Context: an optimization exercise on an open-source flow, tuned for small area. The choices shown serve that exercise and are no tape-out recipe. RTL that was checked went through simulation tests only; none was proved equivalent to the original. The RTL of run 2 was laid out without a check of its function. Power figures rest on the tool's default switching activity, not on a simulated workload.

<file path="design.v">
module rds_burst_corr (
    input  wire [9:0] t,
    input  wire [3:0] c,
    input  wire       full,
    output wire [9:0] t1,
    output wire [9:0] t2,
    output wire [9:0] tn,
    output wire [2:0] hit
);
    function [9:0] xinv;               
        input [9:0] v;
        reg   [10:0] u;
        begin
            u = {1'b0, v} ^ (v[0] ? 11'h5B9 : 11'h000);
            xinv = u[10:1];
        end
    endfunction
    assign t1 = xinv(t);
    assign t2 = xinv(t1);
    assign tn = xinv(t2);
    function ok;
        input [9:0] b;
        input [4:0] i;
        begin
            ok = b[0] && (b[9:5] == 5'd0) && (full || b[4:2] == 3'd0) &&
                 (i <= 5'd21 ||
                  (i == 5'd22 && !b[4]) ||
                  (i == 5'd23 && b[4:3] == 2'd0) ||
                  (i == 5'd24 && b[4:2] == 3'd0) ||
                  (i == 5'd25 && b[4:1] == 4'd0));
        end
    endfunction
    wire [4:0] i0 = {c, 1'b0} + {1'b0, c};
    assign hit[0] = ok(t,  i0);
    assign hit[1] = ok(t1, i0 + 5'd1);
    assign hit[2] = ok(t2, i0 + 5'd2);
endmodule
module rds_group_decoder (
    input  wire        clk,
    input  wire        rst,           
    input  wire [1:0]  mode,          
    input  wire [1:0]  corr,          
    input  wire [3:0]  loss_n,        
    input  wire        lock,          
    input  wire        bit_valid,
    input  wire        bit_in,
    output wire [1:0]  rds_sync,      
    output reg         rec_valid,
    output wire [15:0] rec_blk_a,
    output wire [15:0] rec_blk_b,
    output wire [15:0] rec_blk_c,
    output wire [15:0] rec_blk_d,
    output wire [7:0]  rec_bstat,
    output wire [5:0]  rec_flags,
    output wire [4:0]  rec_cbits,
    output wire [15:0] rec_pi_conf,
    output reg         sync_evt,
    output reg  [2:0]  sync_off,
    output reg         loss_evt,
    output reg         loss_cause,    
    output reg         pi_evt,
    output wire [15:0] pi_new
);
    localparam [9:0] OFS_A  = 10'h0FC;
    localparam [9:0] OFS_B  = 10'h198;
    localparam [9:0] OFS_C  = 10'h168;
    localparam [9:0] OFS_CP = 10'h350;
    localparam [9:0] OFS_D  = 10'h1B4;
    localparam [9:0] OFS_E  = 10'h000;
    localparam [9:0] X26    = 10'h0EE;    
    localparam [2:0] T_NONE = 3'd0;
    localparam [2:0] T_A    = 3'd1;
    localparam [2:0] T_B    = 3'd2;
    localparam [2:0] T_C    = 3'd3;
    localparam [2:0] T_CP   = 3'd4;
    localparam [2:0] T_D    = 3'd5;
    localparam [2:0] T_E    = 3'd6;
    localparam [1:0] ST_OK    = 2'd0;
    localparam [1:0] ST_SMALL = 2'd1;
    localparam [1:0] ST_LARGE = 2'd2;
    localparam [1:0] ST_BAD   = 2'd3;
    localparam [5:0] FULLCNT = 6'd52;
    localparam [2:0] S_IDLE  = 3'd0;
    localparam [2:0] S_SRCH  = 3'd1;    
    localparam [2:0] S_SYNC2 = 3'd2;    
    localparam [2:0] S_BLK   = 3'd3;    
    localparam [2:0] S_TRAP  = 3'd4;    
    localparam [2:0] S_CMT   = 3'd5;    
    function [9:0] ofs_of;
        input [2:0] t;
        begin
            case (t)
                T_A:     ofs_of = OFS_A;
                T_B:     ofs_of = OFS_B;
                T_C:     ofs_of = OFS_C;
                T_CP:    ofs_of = OFS_CP;
                T_D:     ofs_of = OFS_D;
                default: ofs_of = OFS_E;
            endcase
        end
    endfunction
    function [1:0] pos_of;
        input [2:0] t;
        begin
            case (t)
                T_A:     pos_of = 2'd0;
                T_B:     pos_of = 2'd1;
                T_C:     pos_of = 2'd2;
                T_CP:    pos_of = 2'd2;
                T_D:     pos_of = 2'd3;
                default: pos_of = 2'd1;
            endcase
        end
    endfunction
    function follows;
        input [2:0] first;
        input [2:0] second;
        begin
            follows = (first == T_A  && second == T_B)  ||
                      (first == T_B  && second == T_C)  ||
                      (first == T_B  && second == T_CP) ||
                      (first == T_C  && second == T_D)  ||
                      (first == T_CP && second == T_D)  ||
                      (first == T_D  && second == T_A)  ||
                      (first == T_E  && second == T_E);
        end
    endfunction
    function [9:0] slide;              
        input [9:0] s;
        input       bin;
        input       bout;
        reg   [10:0] u;
        begin
            u = {s, bin} ^ (s[9] ? 11'h5B9 : 11'h000);
            slide = u[9:0] ^ (bout ? X26 : 10'h000);
        end
    endfunction
    reg [51:0] sh;             
    reg [5:0]  cnt;            
    reg [9:0]  syn1;           
    reg [9:0]  syn2;           
    reg [25:0] flg;            
    reg        insync;
    reg [1:0]  pos;
    reg        egrp;
    reg        skip;
    reg [3:0]  badcnt;
    reg [15:0] g_blk0, g_blk1, g_blk2;
    reg [7:0]  g_bst;
    reg [4:0]  g_cbits;
    reg        g_pichg, g_cprime, g_resync, g_from0;
    reg        conf_v;
    reg [15:0] conf_pi;
    reg        cand_v;
    reg [15:0] cand_pi;
    reg        cand_cur, cand_prev;
    reg [2:0]  st;
    reg [9:0]  tr;             
    reg [3:0]  tc;             
    reg [1:0]  tj;             
    reg        ttry;           
    reg        found;          
    wire rds_on  = (mode == 2'd1) || (mode == 2'd2);
    wire rbds    = (mode == 2'd2);
    wire use_cor = (corr == 2'd1) || (corr == 2'd2);
    wire full    = (corr == 2'd2);
    wire [3:0] loss_lim = (loss_n < 4'd2) ? 4'd2 : loss_n;
    wire strobe = bit_valid && rds_on;
    function [2:0] classify;
        input [9:0] s;
        input       rb;
        begin
            if (s == OFS_A)              classify = T_A;
            else if (s == OFS_B)         classify = T_B;
            else if (s == OFS_C)         classify = T_C;
            else if (s == OFS_CP)        classify = T_CP;
            else if (s == OFS_D)         classify = T_D;
            else if (rb && s == OFS_E)   classify = T_E;
            else                         classify = T_NONE;
        end
    endfunction
    wire [2:0] cls1 = classify(syn1, rbds);
    wire [2:0] cls2 = classify(syn2, rbds);
    wire [1:0] slot = pos + 2'd1;
    reg  [2:0] t1, t2;
    always @* begin
        t2 = T_NONE;
        case (slot)
            2'd0: begin t1 = T_A; if (rbds) t2 = T_E; end
            2'd1: t1 = egrp ? T_E : T_B;
            2'd2: begin t1 = egrp ? T_E : T_C; if (!egrp) t2 = T_CP; end
            default: t1 = egrp ? T_E : T_D;
        endcase
    end
    wire [9:0] tr1, tr2, trn;
    wire [2:0] thit;
    rds_burst_corr u_corr (.t(tr), .c(tc), .full(full), .t1(tr1), .t2(tr2), .tn(trn), .hit(thit));
    wire [4:0] eb = (tj == 2'd0) ? tr[4:0] : (tj == 2'd1) ? tr1[4:0] : tr2[4:0];
    wire [4:0] ei = {tc, 1'b0} + {1'b0, tc} + {3'd0, tj};
    wire [2:0] enb = eb[0] + eb[1] + eb[2] + eb[3] + eb[4];
    reg [15:0] einfo;
    integer q, k;
    always @* begin
        einfo = 16'd0;
        for (q = 0; q < 16; q = q + 1)
            for (k = 0; k < 5; k = k + 1)
                if (q + 10 - k >= 0 && ei == q + 10 - k)
                    einfo[q] = einfo[q] | eb[k];
    end
    wire        wsel = (st == S_SRCH);
    wire [15:0] wraw = wsel ? sh[51:36] : sh[25:10];
    wire [15:0] word = wraw ^ (found ? einfo : 16'd0);
    reg        tk_en;
    reg [1:0]  tk_pos;
    reg [2:0]  tk_type;
    reg [1:0]  tk_st;
    reg [2:0]  tk_nb;
    reg        tk_first;       
    wire tk_pi    = tk_en && (tk_type == T_A || tk_type == T_CP) && !tk_st[1];
    wire eq_conf  = conf_v && (word == conf_pi);
    wire eq_cand  = cand_v && (word == cand_pi);
    wire pi_raise = tk_pi && !eq_conf && !eq_cand;
    wire a_diff   = !g_bst[1] && (word != g_blk0);
    wire end_cp   = tk_pi && !tk_first && (tk_type == T_CP) && (pi_raise || a_diff);
    wire [3:0] badcnt_n = (tk_st == ST_BAD) ? badcnt + 4'd1 : 4'd0;
    wire       bad_loss = badcnt_n >= loss_lim;
    wire [2:0] t2nd = cls1;    
    reg  lock_ok;
    wire search_hit = lock_ok && (cnt >= 6'd26) && (cls1 != T_NONE) && flg[25] &&
                      follows(cls2, cls1);
    always @* begin
        tk_en    = 1'b0;
        tk_pos   = slot;
        tk_type  = t1;
        tk_st    = ST_BAD;
        tk_nb    = 3'd0;
        tk_first = 1'b0;
        case (st)
            S_SRCH: begin
                tk_en    = search_hit;
                tk_first = 1'b1;
                tk_type  = cls2;
                tk_st    = ST_OK;
                tk_pos   = pos_of(cls1) - 2'd1;
            end
            S_SYNC2: begin
                tk_en   = 1'b1;
                tk_type = t2nd;
                tk_st   = ST_OK;
                tk_pos  = pos;
            end
            S_BLK: begin
                if (cls1 == t1) begin
                    tk_en = 1'b1; tk_st = ST_OK;
                end else if (t2 != T_NONE && cls1 == t2) begin
                    tk_en = 1'b1; tk_st = ST_OK; tk_type = t2;
                end else if (!use_cor) begin
                    tk_en = 1'b1;
                end
            end
            S_CMT: begin
                tk_en = 1'b1;
                if (found) begin
                    tk_type = ttry ? t2 : t1;
                    tk_st   = (eb[4:2] == 3'd0) ? ST_SMALL : ST_LARGE;
                    tk_nb   = enb;
                end
            end
            default: ;
        endcase
    end
    wire g_act = insync && (pos != 2'd3) && !skip;
    always @(posedge clk) begin
        rec_valid <= 1'b0;
        sync_evt  <= 1'b0;
        loss_evt  <= 1'b0;
        pi_evt    <= 1'b0;
        if (rst) begin
            cnt       <= 6'd0;
            syn1      <= 10'd0;
            syn2      <= 10'd0;
            flg       <= 26'd0;
            insync    <= 1'b0;
            pos       <= 2'd0;
            egrp      <= 1'b0;
            skip      <= 1'b0;
            badcnt    <= 4'd0;
            g_bst     <= 8'hFF;
            g_cbits   <= 5'd0;
            g_pichg   <= 1'b0;
            g_cprime  <= 1'b0;
            g_resync  <= 1'b0;
            g_from0   <= 1'b0;
            conf_v    <= 1'b0;
            conf_pi   <= 16'd0;
            cand_v    <= 1'b0;
            cand_cur  <= 1'b0;
            cand_prev <= 1'b0;
            st        <= S_IDLE;
            found     <= 1'b0;
            loss_cause <= 1'b0;
            sync_off  <= 3'd0;
            lock_ok   <= 1'b0;
        end else begin
            if (rec_valid) begin
                g_bst     <= 8'hFF;
                g_cbits   <= 5'd0;
                g_pichg   <= 1'b0;
                g_cprime  <= 1'b0;
                g_resync  <= 1'b0;
                g_from0   <= 1'b0;
                cand_prev <= cand_cur;
                cand_cur  <= 1'b0;
            end
            if (strobe) begin
                sh    <= {sh[50:0], bit_in};
                syn1  <= slide(syn1, bit_in, sh[25] && (insync || cnt >= 6'd26));
                syn2  <= slide(syn2, sh[25] && (insync || cnt >= 6'd26),
                               sh[51] && (insync || cnt == FULLCNT));
                found <= 1'b0;
                lock_ok <= lock;
                if (!insync) begin
                    cnt <= (cnt == FULLCNT) ? FULLCNT : cnt + 6'd1;
                    st  <= S_SRCH;
                end else if (!lock) begin
                    insync     <= 1'b0;
                    cnt        <= FULLCNT;
                    flg        <= 26'd0;
                    loss_evt   <= 1'b1;
                    loss_cause <= 1'b1;
                    rec_valid  <= g_act;
                end else if (cnt == 6'd25) begin
                    cnt <= 6'd0;
                    if (skip) begin
                        skip <= 1'b0;
                        pos  <= slot;
                    end else begin
                        st <= S_BLK;
                    end
                end else begin
                    cnt <= cnt + 6'd1;
                end
            end
            case (st)
                S_SRCH: begin
                    flg <= {flg[24:0], lock_ok && (cnt >= 6'd26) && (cls1 != T_NONE)};
                    st  <= S_IDLE;
                    if (search_hit) begin
                        st       <= S_SYNC2;
                        insync   <= 1'b1;
                        cnt      <= 6'd0;
                        badcnt   <= 4'd0;
                        skip     <= 1'b0;
                        pos      <= pos_of(cls1);
                        egrp     <= (cls1 == T_E);
                        g_resync <= 1'b1;
                        g_from0  <= (pos_of(cls1) <= 2'd1);
                        g_cprime <= (cls1 == T_CP) || (cls2 == T_CP);
                        sync_off <= cls1 - 3'd1;
                    end
                end
                S_SYNC2: begin
                    st <= S_IDLE;
                    sync_evt <= 1'b1;
                end
                S_BLK: begin
                    st <= S_IDLE;
                    if (!tk_en) begin
                        st   <= S_TRAP;
                        tr   <= syn1 ^ ofs_of(t1);
                        tc   <= 4'd0;
                        ttry <= 1'b0;
                    end
                end
                S_TRAP: begin
                    if (thit != 3'd0) begin
                        found <= 1'b1;
                        tj    <= thit[0] ? 2'd0 : thit[1] ? 2'd1 : 2'd2;
                        st    <= S_CMT;
                    end else if (tc == 4'd8) begin
                        if (!ttry && t2 != T_NONE) begin
                            tr   <= syn1 ^ ofs_of(t2);
                            tc   <= 4'd0;
                            ttry <= 1'b1;
                        end else begin
                            st <= S_CMT;
                        end
                    end else begin
                        tr <= trn;
                        tc <= tc + 4'd1;
                    end
                end
                S_CMT: begin
                    st <= S_IDLE;
                end
                default: ;
            endcase
            if (tk_en) begin
                if (!(tk_first && tk_type == T_D)) begin
                    case (tk_pos)
                        2'd0: g_blk0 <= word;
                        2'd1: g_blk1 <= word;
                        2'd2: g_blk2 <= word;
                        default: ;
                    endcase
                    g_bst[2*tk_pos +: 2] <= tk_st;
                end
                g_cbits <= g_cbits + {2'd0, tk_nb};
                if (tk_type == T_CP)
                    g_cprime <= 1'b1;
                if (tk_pi) begin
                    if (eq_conf) begin
                        cand_v    <= 1'b0;
                        cand_cur  <= 1'b0;
                        cand_prev <= 1'b0;
                    end else if (eq_cand) begin
                        if (cand_prev) begin
                            conf_v    <= 1'b1;
                            conf_pi   <= cand_pi;
                            cand_v    <= 1'b0;
                            cand_cur  <= 1'b0;
                            cand_prev <= 1'b0;
                        end else begin
                            cand_cur  <= 1'b1;
                        end
                    end else begin
                        pi_evt    <= 1'b1;
                        cand_v    <= 1'b1;
                        cand_pi   <= word;
                        cand_cur  <= 1'b1;
                        cand_prev <= 1'b0;
                        g_pichg   <= 1'b1;
                    end
                end
                if (end_cp)
                    g_pichg <= 1'b1;
                if (st == S_SYNC2) begin
                    if (pos == 2'd3) begin
                        rec_valid <= 1'b1;
                    end else if (end_cp) begin
                        rec_valid <= 1'b1;
                        skip      <= 1'b1;
                    end
                end else if (!tk_first) begin
                    pos    <= slot;
                    badcnt <= badcnt_n;
                    if (slot == 2'd0) begin
                        egrp     <= (tk_type == T_E);
                        g_resync <= 1'b0;
                        g_from0  <= 1'b1;
                    end
                    if (bad_loss) begin
                        insync     <= 1'b0;
                        cnt        <= FULLCNT;
                        flg        <= 26'd0;
                        loss_evt   <= 1'b1;
                        loss_cause <= 1'b0;
                        rec_valid  <= 1'b1;
                    end else if (slot == 2'd3) begin
                        rec_valid <= 1'b1;
                    end else if (end_cp) begin
                        rec_valid <= 1'b1;
                        skip      <= 1'b1;
                    end
                end
            end
        end
    end
    wire complete = (pos == 2'd3) && g_from0;
    assign rec_blk_a   = g_blk0;
    assign rec_blk_b   = g_blk1;
    assign rec_blk_c   = g_blk2;
    assign rec_blk_d   = word;
    assign rec_bstat   = g_bst;
    assign rec_flags   = {g_resync, egrp, g_cprime, g_pichg, !complete,
                          complete && (g_bst[1:0] != ST_BAD) && (g_bst[3:2] != ST_BAD) &&
                          (g_bst[5:4] != ST_BAD) && (g_bst[7:6] != ST_BAD)};
    assign rec_cbits   = g_cbits;
    assign rec_pi_conf = conf_v ? conf_pi : 16'd0;
    assign pi_new      = cand_pi;
    assign rds_sync = !rds_on ? 2'd0 : (insync ? 2'd2 : 2'd1);
endmodule
</file>
<file path="run.sh">
#!/bin/bash
# synth_recipe.tcl (not shown) runs the flow's synth.tcl, then flattens the netlist and writes it again
# the make line also repeats each setting of config.mk as NAME=value (left out here)
make -C /OpenROAD-flow-scripts/flow DESIGN_CONFIG=/design/flow/config.mk WORK_HOME=/design/flow/orfs CLKGATE_MAP_FILE= SYNTH_SCRIPT=/design/flow/synth_recipe.tcl finish
</file>
<file path="config.mk">
export PLATFORM = sky130hd
export DESIGN_NAME = rds_group_decoder
export DESIGN_NICKNAME = rds_group_decoder
export VERILOG_FILES = /design/flow/design.v
export SDC_FILE = /design/flow/constraint.sdc
export NUM_CORES = 4
export LEC_CHECK = 0
export CAP_MARGIN = 20
export CORE_MARGIN = 2
export CORE_UTILIZATION = 30
export PLACE_DENSITY = 0.5
export SLEW_MARGIN = 20
</file>
<file path="constraint.sdc">
create_clock -name core_clock -period 12.0 [get_ports {clk}]
set_input_delay 2.4000 -clock core_clock [delete_from_list [all_inputs] [get_ports {clk}]]
set_output_delay 2.4000 -clock core_clock [all_outputs]
set_load 0.01 [all_outputs]
</file>
==> impl_metrics.py, run 1 <==
metrics = {
    "status": {
        "outcome": "no timing/DRC/antenna violations",
    },
    "routing": {
        "drc_errors": 0,
        "m1WireLength_mm": 19.11,
        "routed_via_density": 5.225,
        "postRouteWirelength_mm": 40.47,
        "topRoutingLayerUsed": "met4",
        "route.antenna.remaining_nets": 0,
        "wl_met3_mm": 2.275,
        "average_detailed_routed_wire_length_per_instance_um": 18.78,
        "drtIter0Drc": 858,
        "dr.pass1.iters": 5,
        "dr_wl_met2_mm": 18.11,
        "detailroute.via_count": 11260,
    },
    "clock_tree": {
        "post_cts_buffers": 0,
        "cts_sinks": 244,
        "cts-hold-fix-buffers": 0,
        "cts_max_path_buffers": 3,
        "clock-root-buffer": "sky130_fd_sc_hd__clkbuf_16",
        "clk_transition_reported_paths_ns": 0.06,
        "insertion_delay_ns": 0.55,
        "numCtsBuffers": 27,
        "cts_max_level": 1,
        "cts_tree": "built",
        "cts.repair.resized": 0,
    },
    "layout": {
        "area_growth_from_synthesis_to_layout_pct": 19.81,
        "mostFrequentLayoutCell": "sky130_fd_sc_hd__clkdlybuf4s50_1",
        "layout-drive-gt1-share_pct": 6.008,
        "final_core_util_pct": 36.29,
        "filler_cell_count": 4682,
        "multi_input_gate_area_in_the_final_layout_um2": 7276,
        "sequential_cell_area_um2": 6216,
        "layout.nets": 1594,
        "leading_cell_types_in_the_layout_fill_and_taps_excluded": "sky130_fd_sc_hd__clkdlybuf4s50_1 (136), sky130_fd_sc_hd__edfxtp_1 (133), sky130_fd_sc_hd__nor2_1 (121)",
        "antenna_cells_inserted": 0,
    },
    "grt": {
        "grt_use_total_pct": 16.26,
        "grt_first_pass_wirelength_mm": 62.80,
        "grt.overflow.total": 0,
        "first_global_vias": 10800,
        "grt_max_degree": 79,
        "antenna_violations_before_repair": 0,
    },
    "logic_synthesis": {
        "yosys-mux-area-fraction_pct": 2.401,
        "synth_compound_area_share_pct": 17.62,
        "synthAdderAreaFrac_pct": 4.980,
        "postSynthCellCount": 1438,
        "synth-async-reset-ratio_pct": 0,
        "syn-cell-area_um2": 14070,
        "yosys.area_share.xor_xnor_pct": 9.346,
        "synth_flop_cell": "sky130_fd_sc_hd__edfxtp_1",
        "synthDominantCellAreaShare_pct": 28.38,
        "synth.avg_cell_area_um2": 9.785,
        "synth.lib_cells_used.distinct": 99,
        "main_combinational_cell_family_by_area_after_synthesis": "compound AO/OA/AOI/OAI gates",
        "postSynthNetCount": 1504,
        "synth_seq_area_share_pct": 44.18,
        "yosysWarningCount": 2,
        "yosys.area_share.simple_pct": 17.18,
        "netlist_top_cells_area": "sky130_fd_sc_hd__edfxtp_1 (28%), sky130_fd_sc_hd__dfxtp_1 (16%), sky130_fd_sc_hd__ha_1 (4.3%)",
        "ys_seq_elements": 244,
        "synth_edf_count": 133,
        "post-synth-top-area-cell": "sky130_fd_sc_hd__edfxtp_1",
    },
    "power_and_ir_drop": {
        "cellInternalPower_mw": 1.455,
        "combPwrFrac_pct": 6.2,
        "seq_power_share_pct": 48.0,
        "p_switching_mw": 0.4325,
        "power.share.clock_pct": 45.8,
        "swShare_pct": 22.92,
        "power_per_cell_area_nw_per_um2": 111.9,
        "peakVddDrop_mv": 0.1108,
        "total_leakage_power_nw": 5.951,
    },
    "setup_path": {
        "timing.critical_path.max_delay_family": "adder cells",
        "worstPathBufferInverterCount": 2,
        "worstReg2RegStart": "tc[0]",
        "critPathKind": "reg -> out",
        "wp_data_required_ns": 9.60,
        "startpoint_type": "register",
        "rr_worst_depth": 15,
        "setup.reg_to_reg.worst_slack_ns": 5.71,
        "critical_path.slowest_cell": "sky130_fd_sc_hd__a311oi_1",
        "worst_flop_to_flop_path_endpoint": "rec_valid",
        "arrival_ns": 5.29,
        "crit_chain": "ha_1, fa_1, inv_1, nor3_1, xnor3_1, nor2_2, a311oi_1, xor2_1, clkdlybuf4s50_1",
        "slowest_delay_ns": 0.87,
        "setup.worst_path.end_class": "output port",
        "path_max_fanout": 11,
    },
    "timing": {
        "final_min_period_over_clock_period_pct": 64.04,
        "report.final.setup_viol": 0,
        "worst_slew_pin_slew_ns": 0.9810,
        "report.final.slew_viol_count": 0,
        "minimum_period_implied_by_the_final_worst_setup_slack_ns": 7.685,
        "report.final.hold_viol_count": 0,
        "slew-limit-headroom_pct": 34.16,
        "finClkSkew_ns": 0.01272,
        "max_freq_mhz": 130.1,
        "fin_tns_setup_ns": 0,
        "rsz0062_at_grt": "false",
    },
    "worst_hold_path": {
        "holdCritStartpoint": "sh[26]",
        "hold_path.class": "reg -> reg",
        "hold_depth": 0,
        "whs_endpoint": "sh[27]",
    },
    "placement": {
        "gpl.final_weighted_congestion": 0.9220,
        "place_hpwl_mm": 29.53,
        "buffer_ports.inserted": 137,
    },
    "floorplanning": {
        "placeableCoreArea_um2": 46460,
        "initial_utilization_pct": 30.29,
        "placementRows": 79,
        "die_y_um": 220.6,
        "dieArea_um2": 48650,
        "die-width_um": 220.6,
        "io_pins": 138,
    },
    "flow_run": {
        "max_cap_viols": 0,
    },
}
-- registers in the layout, summed over array words and instances, names as in the netlist, 2 cells and up --
name	count
g_bst	8
sync_off	3
badcnt	4
g_blk1	16
tr	10
st	3
sh	52
tj	2
g_cbits	5
g_blk0	16
g_blk2	16
syn2	10
flg	26
conf_pi	16
pos	2
tc	4
syn1	10
cnt	6
cand_pi	16
-- synth_stat cells, types with 10 or more instances --
cell,instances
sky130_fd_sc_hd__nor2_1,122
sky130_fd_sc_hd__inv_1,59
sky130_fd_sc_hd__xnor2_1,68
sky130_fd_sc_hd__a31oi_1,13
sky130_fd_sc_hd__a21o_1,17
sky130_fd_sc_hd__nand2b_1,25
sky130_fd_sc_hd__o22ai_1,13
sky130_fd_sc_hd__a21oi_1,104
sky130_fd_sc_hd__nor3_1,33
sky130_fd_sc_hd__or3_1,23
sky130_fd_sc_hd__nand3_1,29
sky130_fd_sc_hd__clkbuf_1,65
sky130_fd_sc_hd__o211ai_1,11
sky130_fd_sc_hd__nor4_1,11
sky130_fd_sc_hd__nor2b_1,12
sky130_fd_sc_hd__and2_1,23
sky130_fd_sc_hd__edfxtp_1,133
sky130_fd_sc_hd__and3_1,10
sky130_fd_sc_hd__xnor3_1,15
sky130_fd_sc_hd__buf_2,11
sky130_fd_sc_hd__nand2_1,106
sky130_fd_sc_hd__nand3b_1,14
sky130_fd_sc_hd__mux2i_1,27
sky130_fd_sc_hd__xor2_1,39
sky130_fd_sc_hd__o21ai_0,64
sky130_fd_sc_hd__dfxtp_1,111
sky130_fd_sc_hd__a22oi_1,28
sky130_fd_sc_hd__ha_1,48
sky130_fd_sc_hd__a211oi_1,24
-- logic make-up after synthesis --
kind of cell	after synthesis
and+or+nand+nor	468
AOI/OAI and AO/OA	368
DFF	244
buffers and inverters	149
xor gates and xnor gates	124
adders and majority gates	53
muxes	32
-- area by class of cell --
type / instances / share of cell area (%)
Timing Repair Buffer: 148 / 8.609
Sequential cell: 244 / 36.87
Inverter: 62 / 1.380
Tap cell: 607 / 4.505
Multi-Input combinational cell: 1045 / 43.16
Clock buffer: 38 / 4.616
Clock inverter: 11 / 0.8609
-- power groups by stage --
| stage | logic [mW] | clock network [mW] | registers, mW |
|---|---|---|---|
| floorplan | 0.0856 | 0 | 0.915 |
| global placement | 0.117 | 0 | 0.923 |
| detailed placement | 0.118 | 0 | 0.923 |
| CTS | 0.119 | 0.890 | 0.905 |
| global route | 0.131 | 0.918 | 0.907 |
| finish | 0.118 | 0.864 | 0.905 |
-- stage by stage --
step	hold slack, ns	setup slack, ns	total power [mW]	cells	instance area (µm²)
after floorplan	0.4003	5.793	1.000	1438	14070
after global placement	0.4013	4.807	1.040	2106	15930
after detailed placement	0.4045	4.683	1.041	2106	15930
after CTS	0.4195	4.280	1.914	2155	16850
after global routing	0.4259	4.025	1.956	2155	16860
final	0.4181	4.315	1.887	2155	16860
-- metal layers --
metal / track usage [%] / vias to the layer above
li1: - / 5416
met2: 26.08 / 350
met3: 2.351 / 65
met5: 0 / -
met1: 23.01 / 5429
met4: 4.022 / 0
-- worst max-delay path by stage --
stage / from / endpoint / slack, ns / cells past startpoint
final: tc[0] / rec_blk_d[7] / 4.31 / 9
after global routing: tc[0] / rec_blk_d[7] / 4.03 / 9
after CTS: tc[0] / rec_blk_d[7] / 4.28 / 9
after detailed placement: mode[0] / flg[17] / 4.68 / 20
after global placement: mode[0] / flg[19] / 4.81 / 21
after floorplan: mode[0] / cand_pi[0] / 5.79 / 14
==> run 2, diff against run 1 <==
--- a/design.v
+++ b/design.v
@@ -20,20 +20,15 @@
     assign tn = xinv(t2);
     function ok;
         input [9:0] b;
-        input [4:0] i;
         begin
-            ok = b[0] && (b[9:5] == 5'd0) && (full || b[4:2] == 3'd0) &&
-                 (i <= 5'd21 ||
-                  (i == 5'd22 && !b[4]) ||
-                  (i == 5'd23 && b[4:3] == 2'd0) ||
-                  (i == 5'd24 && b[4:2] == 3'd0) ||
-                  (i == 5'd25 && b[4:1] == 4'd0));
+            ok = b[0] && (b[9:5] == 5'd0) && (full || b[4:2] == 3'd0);
         end
     endfunction
-    wire [4:0] i0 = {c, 1'b0} + {1'b0, c};
-    assign hit[0] = ok(t,  i0);
-    assign hit[1] = ok(t1, i0 + 5'd1);
-    assign hit[2] = ok(t2, i0 + 5'd2);
+    wire c7 = (c == 4'd7);
+    wire c8 = (c == 4'd8);
+    assign hit[0] = ok(t)  && !(c8 && t[4:2] != 3'd0);
+    assign hit[1] = ok(t1) && !(c7 && t1[4]) && !(c8 && t1[4:1] != 4'd0);
+    assign hit[2] = ok(t2) && !(c7 && t2[4:3] != 2'd0) && !c8;
 endmodule
 module rds_group_decoder (
     input  wire        clk,
@@ -145,7 +140,6 @@
     reg        egrp;
     reg        skip;
     reg [3:0]  badcnt;
-    reg [15:0] g_blk0, g_blk1, g_blk2;
     reg [7:0]  g_bst;
     reg [4:0]  g_cbits;
     reg        g_pichg, g_cprime, g_resync, g_from0;
@@ -155,11 +149,14 @@
     reg [15:0] cand_pi;
     reg        cand_cur, cand_prev;
     reg [2:0]  st;
-    reg [9:0]  tr;             
-    reg [3:0]  tc;             
     reg [1:0]  tj;             
     reg        ttry;           
     reg        found;          
+    wire [15:0] g_blk0 = sh[51:36];
+    wire [9:0]  tr     = sh[35:26];                
+    wire [15:0] g_blk1 = flg[15:0];
+    wire [15:0] g_blk2 = {flg[25:16], syn2[5:0]};
+    wire [3:0]  tc     = syn2[9:6];                
     wire rds_on  = (mode == 2'd1) || (mode == 2'd2);
     wire rbds    = (mode == 2'd2);
     wire use_cor = (corr == 2'd1) || (corr == 2'd2);
@@ -196,16 +193,16 @@
     wire [2:0] thit;
     rds_burst_corr u_corr (.t(tr), .c(tc), .full(full), .t1(tr1), .t2(tr2), .tn(trn), .hit(thit));
     wire [4:0] eb = (tj == 2'd0) ? tr[4:0] : (tj == 2'd1) ? tr1[4:0] : tr2[4:0];
-    wire [4:0] ei = {tc, 1'b0} + {1'b0, tc} + {3'd0, tj};
     wire [2:0] enb = eb[0] + eb[1] + eb[2] + eb[3] + eb[4];
+    wire [6:0] ebj = {2'd0, eb} << tj;
     reg [15:0] einfo;
-    integer q, k;
+    integer q, m;
     always @* begin
         einfo = 16'd0;
         for (q = 0; q < 16; q = q + 1)
-            for (k = 0; k < 5; k = k + 1)
-                if (q + 10 - k >= 0 && ei == q + 10 - k)
-                    einfo[q] = einfo[q] | eb[k];
+            for (m = 0; m < 7; m = m + 1)
+                if (q + 10 - m <= 24 && (q + 10 - m) % 3 == 0)
+                    einfo[q] = einfo[q] | (ebj[m] && tc == (q + 10 - m) / 3);
     end
     wire        wsel = (st == S_SRCH);
     wire [15:0] wraw = wsel ? sh[51:36] : sh[25:10];
@@ -216,18 +213,7 @@
     reg [1:0]  tk_st;
     reg [2:0]  tk_nb;
     reg        tk_first;       
-    wire tk_pi    = tk_en && (tk_type == T_A || tk_type == T_CP) && !tk_st[1];
-    wire eq_conf  = conf_v && (word == conf_pi);
-    wire eq_cand  = cand_v && (word == cand_pi);
-    wire pi_raise = tk_pi && !eq_conf && !eq_cand;
-    wire a_diff   = !g_bst[1] && (word != g_blk0);
-    wire end_cp   = tk_pi && !tk_first && (tk_type == T_CP) && (pi_raise || a_diff);
-    wire [3:0] badcnt_n = (tk_st == ST_BAD) ? badcnt + 4'd1 : 4'd0;
-    wire       bad_loss = badcnt_n >= loss_lim;
-    wire [2:0] t2nd = cls1;    
-    reg  lock_ok;
-    wire search_hit = lock_ok && (cnt >= 6'd26) && (cls1 != T_NONE) && flg[25] &&
-                      follows(cls2, cls1);
+    wire search_hit = (cnt >= 6'd26) && (cls1 != T_NONE) && flg[25] && follows(cls2, cls1);
     always @* begin
         tk_en    = 1'b0;
         tk_pos   = slot;
@@ -245,7 +231,7 @@
             end
             S_SYNC2: begin
                 tk_en   = 1'b1;
-                tk_type = t2nd;
+                tk_type = cls1;
                 tk_st   = ST_OK;
                 tk_pos  = pos;
             end
@@ -269,7 +255,17 @@
             default: ;
         endcase
     end
+    wire tk_pi    = tk_en && (tk_type == T_A || tk_type == T_CP) && !tk_st[1];
+    wire eq_conf  = conf_v && (word == conf_pi);
+    wire eq_cand  = cand_v && (word == cand_pi);
+    wire pi_raise = tk_pi && !eq_conf && !eq_cand;
+    wire a_diff   = !g_bst[1] && (word != g_blk0);
+    wire end_cp   = tk_pi && !tk_first && (tk_type == T_CP) && (pi_raise || a_diff);
+    wire [3:0] badcnt_n = (tk_st == ST_BAD) ? badcnt + 4'd1 : 4'd0;
+    wire       bad_loss = badcnt_n >= loss_lim;
     wire g_act = insync && (pos != 2'd3) && !skip;
+    wire ok26 = insync || cnt >= 6'd26;    
+    wire ok52 = cnt == FULLCNT;            
     always @(posedge clk) begin
         rec_valid <= 1'b0;
         sync_evt  <= 1'b0;
@@ -292,16 +288,17 @@
             g_resync  <= 1'b0;
             g_from0   <= 1'b0;
             conf_v    <= 1'b0;
-            conf_pi   <= 16'd0;
             cand_v    <= 1'b0;
             cand_cur  <= 1'b0;
             cand_prev <= 1'b0;
             st        <= S_IDLE;
             found     <= 1'b0;
             loss_cause <= 1'b0;
-            sync_off  <= 3'd0;
-            lock_ok   <= 1'b0;
         end else begin
+            if (loss_evt) begin
+                flg  <= 26'd0;
+                syn2 <= 10'd0;
+            end
             if (rec_valid) begin
                 g_bst     <= 8'hFF;
                 g_cbits   <= 5'd0;
@@ -313,19 +310,20 @@
                 cand_cur  <= 1'b0;
             end
             if (strobe) begin
-                sh    <= {sh[50:0], bit_in};
-                syn1  <= slide(syn1, bit_in, sh[25] && (insync || cnt >= 6'd26));
-                syn2  <= slide(syn2, sh[25] && (insync || cnt >= 6'd26),
-                               sh[51] && (insync || cnt == FULLCNT));
+                sh[25:0] <= {sh[24:0], bit_in};
+                syn1  <= slide(syn1, bit_in, sh[25] && ok26);
                 found <= 1'b0;
-                lock_ok <= lock;
                 if (!insync) begin
-                    cnt <= (cnt == FULLCNT) ? FULLCNT : cnt + 6'd1;
-                    st  <= S_SRCH;
+                    sh[51:26] <= sh[50:25];
+                    syn2 <= slide(syn2, sh[25] && ok26, sh[51] && ok52);
+                    cnt  <= (cnt == FULLCNT) ? FULLCNT : cnt + 6'd1;
+                    if (lock)
+                        st  <= S_SRCH;
+                    else
+                        flg <= {flg[24:0], 1'b0};
                 end else if (!lock) begin
                     insync     <= 1'b0;
-                    cnt        <= FULLCNT;
-                    flg        <= 26'd0;
+                    cnt        <= 6'd26;
                     loss_evt   <= 1'b1;
                     loss_cause <= 1'b1;
                     rec_valid  <= g_act;
@@ -343,7 +341,7 @@
             end
             case (st)
                 S_SRCH: begin
-                    flg <= {flg[24:0], lock_ok && (cnt >= 6'd26) && (cls1 != T_NONE)};
+                    flg <= {flg[24:0], (cnt >= 6'd26) && (cls1 != T_NONE)};
                     st  <= S_IDLE;
                     if (search_hit) begin
                         st       <= S_SYNC2;
@@ -356,7 +354,6 @@
                         g_resync <= 1'b1;
                         g_from0  <= (pos_of(cls1) <= 2'd1);
                         g_cprime <= (cls1 == T_CP) || (cls2 == T_CP);
-                        sync_off <= cls1 - 3'd1;
                     end
                 end
                 S_SYNC2: begin
@@ -366,10 +363,10 @@
                 S_BLK: begin
                     st <= S_IDLE;
                     if (!tk_en) begin
-                        st   <= S_TRAP;
-                        tr   <= syn1 ^ ofs_of(t1);
-                        tc   <= 4'd0;
-                        ttry <= 1'b0;
+                        st         <= S_TRAP;
+                        sh[35:26]  <= syn1 ^ ofs_of(t1);
+                        syn2[9:6]  <= 4'd0;
+                        ttry       <= 1'b0;
                     end
                 end
                 S_TRAP: begin
@@ -379,15 +376,15 @@
                         st    <= S_CMT;
                     end else if (tc == 4'd8) begin
                         if (!ttry && t2 != T_NONE) begin
-                            tr   <= syn1 ^ ofs_of(t2);
-                            tc   <= 4'd0;
-                            ttry <= 1'b1;
+                            sh[35:26] <= syn1 ^ ofs_of(t2);
+                            syn2[9:6] <= 4'd0;
+                            ttry      <= 1'b1;
                         end else begin
                             st <= S_CMT;
                         end
                     end else begin
-                        tr <= trn;
-                        tc <= tc + 4'd1;
+                        sh[35:26] <= trn;
+                        syn2[9:6] <= tc + 4'd1;
                     end
                 end
                 S_CMT: begin
@@ -398,9 +395,9 @@
             if (tk_en) begin
                 if (!(tk_first && tk_type == T_D)) begin
                     case (tk_pos)
-                        2'd0: g_blk0 <= word;
-                        2'd1: g_blk1 <= word;
-                        2'd2: g_blk2 <= word;
+                        2'd0: sh[51:36] <= word;
+                        2'd1: flg[15:0] <= word;
+                        2'd2: {flg[25:16], syn2[5:0]} <= word;
                         default: ;
                     endcase
                     g_bst[2*tk_pos +: 2] <= tk_st;
@@ -451,8 +448,7 @@
                     end
                     if (bad_loss) begin
                         insync     <= 1'b0;
-                        cnt        <= FULLCNT;
-                        flg        <= 26'd0;
+                        cnt        <= 6'd26;
                         loss_evt   <= 1'b1;
                         loss_cause <= 1'b0;
                         rec_valid  <= 1'b1;
@@ -478,5 +474,13 @@
     assign rec_cbits   = g_cbits;
     assign rec_pi_conf = conf_v ? conf_pi : 16'd0;
     assign pi_new      = cand_pi;
+    always @* begin
+        case (pos)
+            2'd0:    sync_off = 3'd0;
+            2'd1:    sync_off = egrp ? 3'd5 : 3'd1;
+            2'd2:    sync_off = g_cprime ? 3'd3 : 3'd2;
+            default: sync_off = 3'd4;
+        endcase
+    end
     assign rds_sync = !rds_on ? 2'd0 : (insync ? 2'd2 : 2'd1);
 endmodule
--- a/config.mk
+++ b/config.mk
@@ -5,6 +5,7 @@
 export SDC_FILE = /design/flow/constraint.sdc
 export NUM_CORES = 4
 export LEC_CHECK = 0
+export ABC_AREA = 1
 export CAP_MARGIN = 20
 export CORE_MARGIN = 2
 export CORE_UTILIZATION = 30
==> impl_metrics.py, run 2 <==
metrics = {
    "timing": {
        "fin_tns_setup_ns": 0,
        "report.final.setup_viol": 0,
        "worst_slew_pin_slew_ns": 1.077,
        "report.final.slew_viol_count": 0,
        "rsz0062_at_grt": "false",
        "finClkSkew_ns": 0.01514,
        "report.final.hold_viol_count": 0,
        "final_min_period_over_clock_period_pct": 56.02,
        "slew-limit-headroom_pct": 27.73,
        "minimum_period_implied_by_the_final_worst_setup_slack_ns": 6.723,
        "timing.hold.ws_ns": 0.4231,
        "max_freq_mhz": 148.8,
    },
    "logic_synthesis": {
        "synth_seq_area_share_pct": 34.77,
        "synth_edf_count": 87,
        "yosysWarningCount": 2,
        "synth.avg_cell_area_um2": 7.172,
        "synthDominantCellAreaShare_pct": 20.49,
        "netlist_top_cells_area": "sky130_fd_sc_hd__edfxtp_1 (20%), sky130_fd_sc_hd__dfxtp_1 (14%), sky130_fd_sc_hd__nand2_1 (11%)",
        "synth_flop_cell": "sky130_fd_sc_hd__dfxtp_1",
        "postSynthNetCount": 1825,
        "ranking_of_synthesized_cells_by_instance_count": "sky130_fd_sc_hd__nand2_1 (389), sky130_fd_sc_hd__inv_1 (237), sky130_fd_sc_hd__nand3_1 (151), sky130_fd_sc_hd__nor2_1 (116), sky130_fd_sc_hd__o21ai_0 (103)",
        "synth-async-reset-ratio_pct": 0,
        "post-synth-top-area-cell": "sky130_fd_sc_hd__edfxtp_1",
        "postSynthCellCount": 1778,
        "syn-cell-area_um2": 12750,
        "synth.lib_cells_used.distinct": 66,
        "ys_seq_elements": 178,
        "synth_most_common_cell": "sky130_fd_sc_hd__nand2_1",
    },
    "clock_tree": {
        "clk_transition_reported_paths_ns": 0.07,
        "post_cts_buffers": 0,
        "cts_tree": "built",
        "cts_sinks": 178,
        "cts_max_level": 4,
        "clock-root-buffer": "sky130_fd_sc_hd__clkbuf_16",
        "cts_max_path_buffers": 2,
        "insertion_delay_ns": 0.46,
        "numCtsBuffers": 17,
        "cts.repair.resized": 0,
        "cts-hold-fix-buffers": 0,
    },
    "flow_run": {
        "max_cap_viols": 0,
    },
    "grt": {
        "antenna_violations_before_repair": 0,
        "grt_first_pass_wirelength_mm": 69.18,
        "grt_use_total_pct": 20.31,
        "first_global_vias": 11610,
        "grt.overflow.total": 0,
        "grt_max_degree": 64,
    },
    "floorplanning": {
        "dieArea_um2": 44170,
        "die-width_um": 210.2,
        "placeableCoreArea_um2": 41950,
        "initial_utilization_pct": 30.40,
        "die_y_um": 210.2,
        "placementRows": 75,
        "io_pins": 138,
    },
    "routing": {
        "dr.pass1.iters": 5,
        "postRouteWirelength_mm": 44.91,
        "drtIter0Drc": 1037,
        "routed_via_density": 5.173,
        "average_detailed_routed_wire_length_per_instance_um": 18.63,
        "detailroute.via_count": 12470,
        "route.antenna.remaining_nets": 0,
        "drc_errors": 0,
    },
    "placement": {
        "place_hpwl_mm": 34.39,
        "gpl.final_weighted_congestion": 0.9575,
        "buffer_ports.inserted": 137,
    },
    "layout": {
        "max_reg_flops": 52,
        "layout-drive-gt1-share_pct": 8.387,
        "regMostFlops": "sh",
        "mostFrequentLayoutCell": "sky130_fd_sc_hd__nand2_1",
        "antenna_cells_inserted": 0,
        "area_growth_from_synthesis_to_layout_pct": 17.73,
        "leading_cell_types_in_the_layout_fill_and_taps_excluded": "sky130_fd_sc_hd__nand2_1 (389), sky130_fd_sc_hd__inv_1 (236), sky130_fd_sc_hd__nand3_1 (151)",
        "layout_top_registers": "sh (52), flg (26)",
        "layout.nets": 1906,
    },
    "setup_path": {
        "most_prevalent_standard_cell_on_the_critical_path": "sky130_fd_sc_hd__inv_1",
        "setup.worst_path.end_class": "register",
        "slowest_delay_ns": 0.93,
        "crit_chain": "clkdlybuf4s50_1, inv_1, ha_1, nor2_1, inv_1, nor2_2, inv_1, buf_4, o21ai_0, clkinv_1, nand2_1, o22ai_1, o21ai_0, a21oi_1",
        "startpoint_type": "input pin",
        "path_max_fanout": 41,
        "arrival_ns": 7.04,
        "critical_path.slowest_cell": "sky130_fd_sc_hd__nand2_1",
        "critPathKind": "in -> reg",
        "wp_data_required_ns": 12.32,
    },
    "power_and_ir_drop": {
        "power.share.clock_pct": 39.4,
        "swShare_pct": 30.06,
        "power_per_cell_area_nw_per_um2": 100.9,
        "combPwrFrac_pct": 15.6,
        "cellInternalPower_mw": 1.059,
        "seq_power_share_pct": 44.9,
        "peakVddDrop_mv": 0.08388,
        "p_total_mw": 1.514,
        "p_switching_mw": 0.4552,
        "total_leakage_power_nw": 6.394,
    },
    "worst_hold_path": {
        "hold_path.class": "reg -> reg",
    },
    "status": {
        "outcome": "no timing/DRC/antenna violations",
    },
}
-- run 2: cell types whose count changed after synthesis, moves of 26 or more --
cell and change:
sky130_fd_sc_hd__o21ai_1 +32, sky130_fd_sc_hd__edfxtp_1 -46, sky130_fd_sc_hd__clkbuf_1 -34, sky130_fd_sc_hd__mux2i_1 -26
sky130_fd_sc_hd__xnor2_1 -54, sky130_fd_sc_hd__inv_1 +178, sky130_fd_sc_hd__o22ai_1 +28, sky130_fd_sc_hd__nand3_1 +122
sky130_fd_sc_hd__nand2_1 +283, sky130_fd_sc_hd__buf_4 +31, sky130_fd_sc_hd__o21ai_0 +39
-- run 2: cell families after synthesis --
logic type,Yosys count,share of synthesized area (%)
compound gates,354,16.64
mux,1,0.07850
fa+ha+maj,34,3.513
buf+inv,354,11.76
xor+xnor,63,4.494
simple gates,794,28.74
flops,178,34.77
-- run 2: final timing paths --
path / from / endpoint / slack, ns / cells past startpoint
setup / recovery: mode[0] / flg[0] / 5.28 / 14
hold / removal: sh[0] / sh[1] / 0.42 / 0
setup reg to reg: pos[0] / skip / 7.56 / 25
hold reg to reg: sh[0] / sh[1] / 0.42 / 0
-- run 2: cell type report --
cell class	instances	area, µm²
fill	4414	26930
clock inverter	14	163.9
sequential	178	4434
timing repair buffer	148	1449
tap	539	674.4
multi-input combinational	1246	6828
clock buffer	18	450.4
inverter	268	1013
-- run 2: per-layer routing --
layer | routed length, µm | global-route usage [%]
met2 | 20290 | 32.10
met5 | 0 | 0
met4 | 903 | 5.625
met3 | 2742 | 3.531
met1 | 20980 | 28.48
-- run 2: power groups by stage --
stage / Clock [mW] / Combinational (mW) / Sequential, mW
CTS: 0.614 / 0.235 / 0.680
floorplan: 0 / 0.168 / 0.678
global placement: 0 / 0.233 / 0.694
finish: 0.597 / 0.237 / 0.680
detailed placement: 0 / 0.234 / 0.694
global route: 0.636 / 0.262 / 0.683
-- run 2: per-stage QoR --
stage / cell area, µm² / cells / setup WS (ns) / util (%)
2_1_floorplan: 12750 / 1778 / 6.211 / -
3_3_place_gp: 14400 / 2379 / 4.863 / 34.33
3_5_place_dp: 14400 / 2379 / 4.825 / 34.33
4_1_cts: 15010 / 2411 / 5.318 / 35.79
5_1_grt: 15010 / 2411 / 4.865 / 35.79
6_report: 15010 / 2411 / 5.277 / 35.79
-- run 2: worst max-delay path: cells and delay by family --
| family | cells | cell delay, ns |
|---|---|---|
| simple gates | 3 | 1.67 |
| fa+ha+maj | 1 | 0.31 |
| compound gates | 4 | 0.65 |
| buf+inv | 6 | 1.97 |

[what the ideal ports hide]
No port has a modelled driver above. Below, the same layouts with a new extraction and two added sets of constraints.
Step 1 sets driving cells, clkbuf_16 on the clock port and buf_2 on the other inputs (assumed; they add their load-dependent delay and slew).
Step 2 also shifts input and output timing later by t, the mid clock arrival at the registers, as if the neighbouring blocks saw the same clock.
Three values: ideal ports, drivers, drivers and shift; two values: the first two.
| run | t, ns | slack for setup (ns) | worst data-port slew with drivers (ns) |
|---|---|---|---|
| run 1 | 0.595 | 4.315 / 4.265 / 4.693 | 0.03 |
| run 2 | 0.508 | 5.277 / 5.307 / 4.799 | 0.04 |
After both steps setup and hold are still met in every run listed. The setup slack of run 2, which loses most, moves by +0.030 ns with the drivers and by -0.478 ns with both steps.
